Context: an optimization exercise on an open-source flow, tuned for small area and a short achievable clock period. The choices shown serve that exercise and are no tape-out recipe. Function was checked by simulation only, so behaviour that the tests miss may differ from the original. Power figures rest on the tool's default switching activity, not on a simulated workload.

## cledon_narrow
module cledon_narrow (
    input  wire         clk,
    input  wire         rst,           
    input  wire         cfg_load,      
    input  wire [31:0]  cfg_seed,
    input  wire         in_valid,
    input  wire [127:0] in_data,       
    input  wire [3:0]   in_fmt,
    input  wire [1:0]   in_rnd,
    input  wire         in_strict,
    input  wire [7:0]   in_scale,
    output reg          out_valid,
    output reg  [63:0]  out_code,      
    output reg  [3:0]   out_sat,
    output reg  [3:0]   out_nan_in,
    output reg  [3:0]   out_strict_nan,
    output reg  [3:0]   out_nonzero,
    output reg  [3:0]   out_flushed
);
export LEC_CHECK = 0
export ABC_AREA = 1
export CAP_MARGIN = 20
export CORE_MARGIN = 2
export CORE_UTILIZATION = 40
export SLEW_MARGIN = 20
create_clock -name core_clock -period 20.0 [get_ports {clk}]
standard.sh (not shown) runs the stock make flow with config.mk's settings and CLKGATE_MAP_FILE= SYNTH_SCRIPT=/design/flow/synth_recipe.tcl, a recipe that flattens the netlist after the stock synthesis.
==> flow/flow/run.sh <==
#!/bin/bash
# Own layout flow: the standard ORFS flow (standard.sh, unchanged synthesis and
# constraints) with these changes in how the layout is made:
#  - timing repair is asked for a setup slack well above what the 20 ns clock needs,
#    so that it sizes up and buffers the long paths;
#  - the port buffers are plain buf_2 cells instead of the default delay buffers;
#  - the clock tree uses smaller buffers (a clkbuf_16 at the root), clusters of 16 sinks and no dummy loads.
set -euo pipefail
export SETUP_SLACK_MARGIN=14.9
export BUFFER_PORTS_ARGS="-buffer_cell sky130_fd_sc_hd__buf_2"
export CTS_ARGS="-sink_clustering_enable -repair_clock_nets -dont_use_dummy_load -buf_list {sky130_fd_sc_hd__clkbuf_8} -root_buf sky130_fd_sc_hd__clkbuf_16 -sink_clustering_size 16 -sink_clustering_max_diameter 60"
bash standard.sh > standard_flow.log 2>&1
The first run finished with timing, DRC and antenna clean.
Next try:
==> flow/flow/run.sh (replaced) <==
#!/bin/bash
# Own layout flow: the standard ORFS flow (standard.sh, unchanged synthesis and
# constraints) with these changes in how the layout is made:
#  - timing repair is asked for a setup slack well above what the 20 ns clock needs,
#    so that it sizes up and buffers the long paths;
#  - the port buffers are plain buf_2 cells instead of the default delay buffers;
#  - the clock tree uses smaller buffers, clusters of 16 sinks and no dummy loads.
set -euo pipefail
export SETUP_SLACK_MARGIN=14.8
export BUFFER_PORTS_ARGS="-buffer_cell sky130_fd_sc_hd__buf_2"
export CTS_ARGS="-sink_clustering_enable -repair_clock_nets -dont_use_dummy_load -buf_list {sky130_fd_sc_hd__clkbuf_8} -sink_clustering_size 16 -sink_clustering_max_diameter 60"
bash standard.sh > standard_flow.log 2>&1
The new run went through all stages and came out clean.
Routed wire length rose slightly.
Cell count barely changes.
Design area fell slightly.
Synthesized area does not change.
Clock-buffer cell count rose by 3.
Die area does not change.
Worst hold slack is better by 23 ps.
Worst setup slack is worse by 150 ps.
Clock power fell by a few percent.
Core utilization fell by 0.35 points.
Next try:
==> flow/flow/run.sh (replaced) <==
#!/bin/bash
# Own layout flow: the standard ORFS flow (standard.sh, unchanged synthesis and
# constraints) with these changes in how the layout is made:
#  - timing repair is asked for a setup slack well above what the 20 ns clock needs,
#    so that it sizes up and buffers the long paths;
#  - the port buffers are plain buf_2 cells instead of the default delay buffers;
#  - the clock tree uses smaller buffers (a clkbuf_16 at the root), clusters of 16 sinks and no dummy loads.
set -euo pipefail
export SETUP_SLACK_MARGIN=15.0
export BUFFER_PORTS_ARGS="-buffer_cell sky130_fd_sc_hd__buf_2"
export CTS_ARGS="-sink_clustering_enable -repair_clock_nets -dont_use_dummy_load -buf_list {sky130_fd_sc_hd__clkbuf_8} -root_buf sky130_fd_sc_hd__clkbuf_16 -sink_clustering_size 16 -sink_clustering_max_diameter 60"
bash standard.sh > standard_flow.log 2>&1
Result: The new run went through all stages and came out clean. Global-route usage went up by 1.0 points. Register-to-register slack improved by 200 ps. Count of clock-buffer cells in the layout does not change. Worst hold slack got worse by 4.6 ps. Final area rises by a few percent. Final cell count is higher slightly. Routed wire length went up by a few percent. Sequential share of layout area fell by 0.43 points. Setup slack improved by 120 ps.
Next try:
==> flow/flow/run.sh (replaced) <==
#!/bin/bash
# Own layout flow: the standard ORFS flow (standard.sh, unchanged synthesis and
# constraints) with two changes in how the layout is made:
#  - timing repair is asked for a setup slack well above what the 20 ns clock needs,
#    so that it sizes up and buffers the long paths;
#  - the port buffers are plain buf_2 cells instead of the default delay buffers.
set -euo pipefail
export SETUP_SLACK_MARGIN=14.5
export BUFFER_PORTS_ARGS="-buffer_cell sky130_fd_sc_hd__buf_2"
bash standard.sh > standard_flow.log 2>&1
The new run finished clean; routed wire length fell by 5.4%; cell area fell by 1.9%; clock skew fell by 73 ps; area after synthesis is unchanged.
Next try:
--- a/flow/flow/run.sh
+++ b/flow/flow/run.sh
@@ -7,3 +7,3 @@
 set -euo pipefail
-export SETUP_SLACK_MARGIN=14.5
+export SETUP_SLACK_MARGIN=14.8
 export BUFFER_PORTS_ARGS="-buffer_cell sky130_fd_sc_hd__buf_2"
=>
- clock skew climbs by 31 ps
- setup slack gains 26 ps
- final area rose by 1.8%

-- separate check: timing with driven ports --
The results above use ideal ports. As a check the final layouts listed here were re-extracted and re-timed, cells and wires unchanged. Step 1 (the two cells are an assumption about what drives the block):
set clk [get_ports {clk}]
set_driving_cell -lib_cell sky130_fd_sc_hd__clkbuf_16 $clk
set_driving_cell -lib_cell sky130_fd_sc_hd__buf_2 [delete_from_list [all_inputs] $clk]
Step 2 moves the port delays by t, midway between the first and last clock arrival at a register: inputs arrive t later, outputs are due t later. That takes back most of the time a late clock gives input paths. Slacks: ideal / step 1 / step 2; pairs: ideal / step 1.
run	shift t [ns]	slack for setup (ns)	slew at the worst register clock pin (ns)
the first run	0.665	14.882 / 14.811 / 14.444	0.10 / 0.10
the second run	0.768	14.737 / 14.672 / 14.251	0.10 / 0.10
the third run	0.665	14.857 / 14.780 / 14.487	0.10 / 0.10
the fourth run	0.717	14.774 / 14.705 / 14.113	0.07 / 0.07
the fifth run	0.744	14.800 / 14.728 / 14.230	0.07 / 0.07
After both steps every run listed still meets setup and hold. The setup slack of the fourth run, which loses most, moves by -0.069 ns with the drivers and by -0.661 ns with both steps.
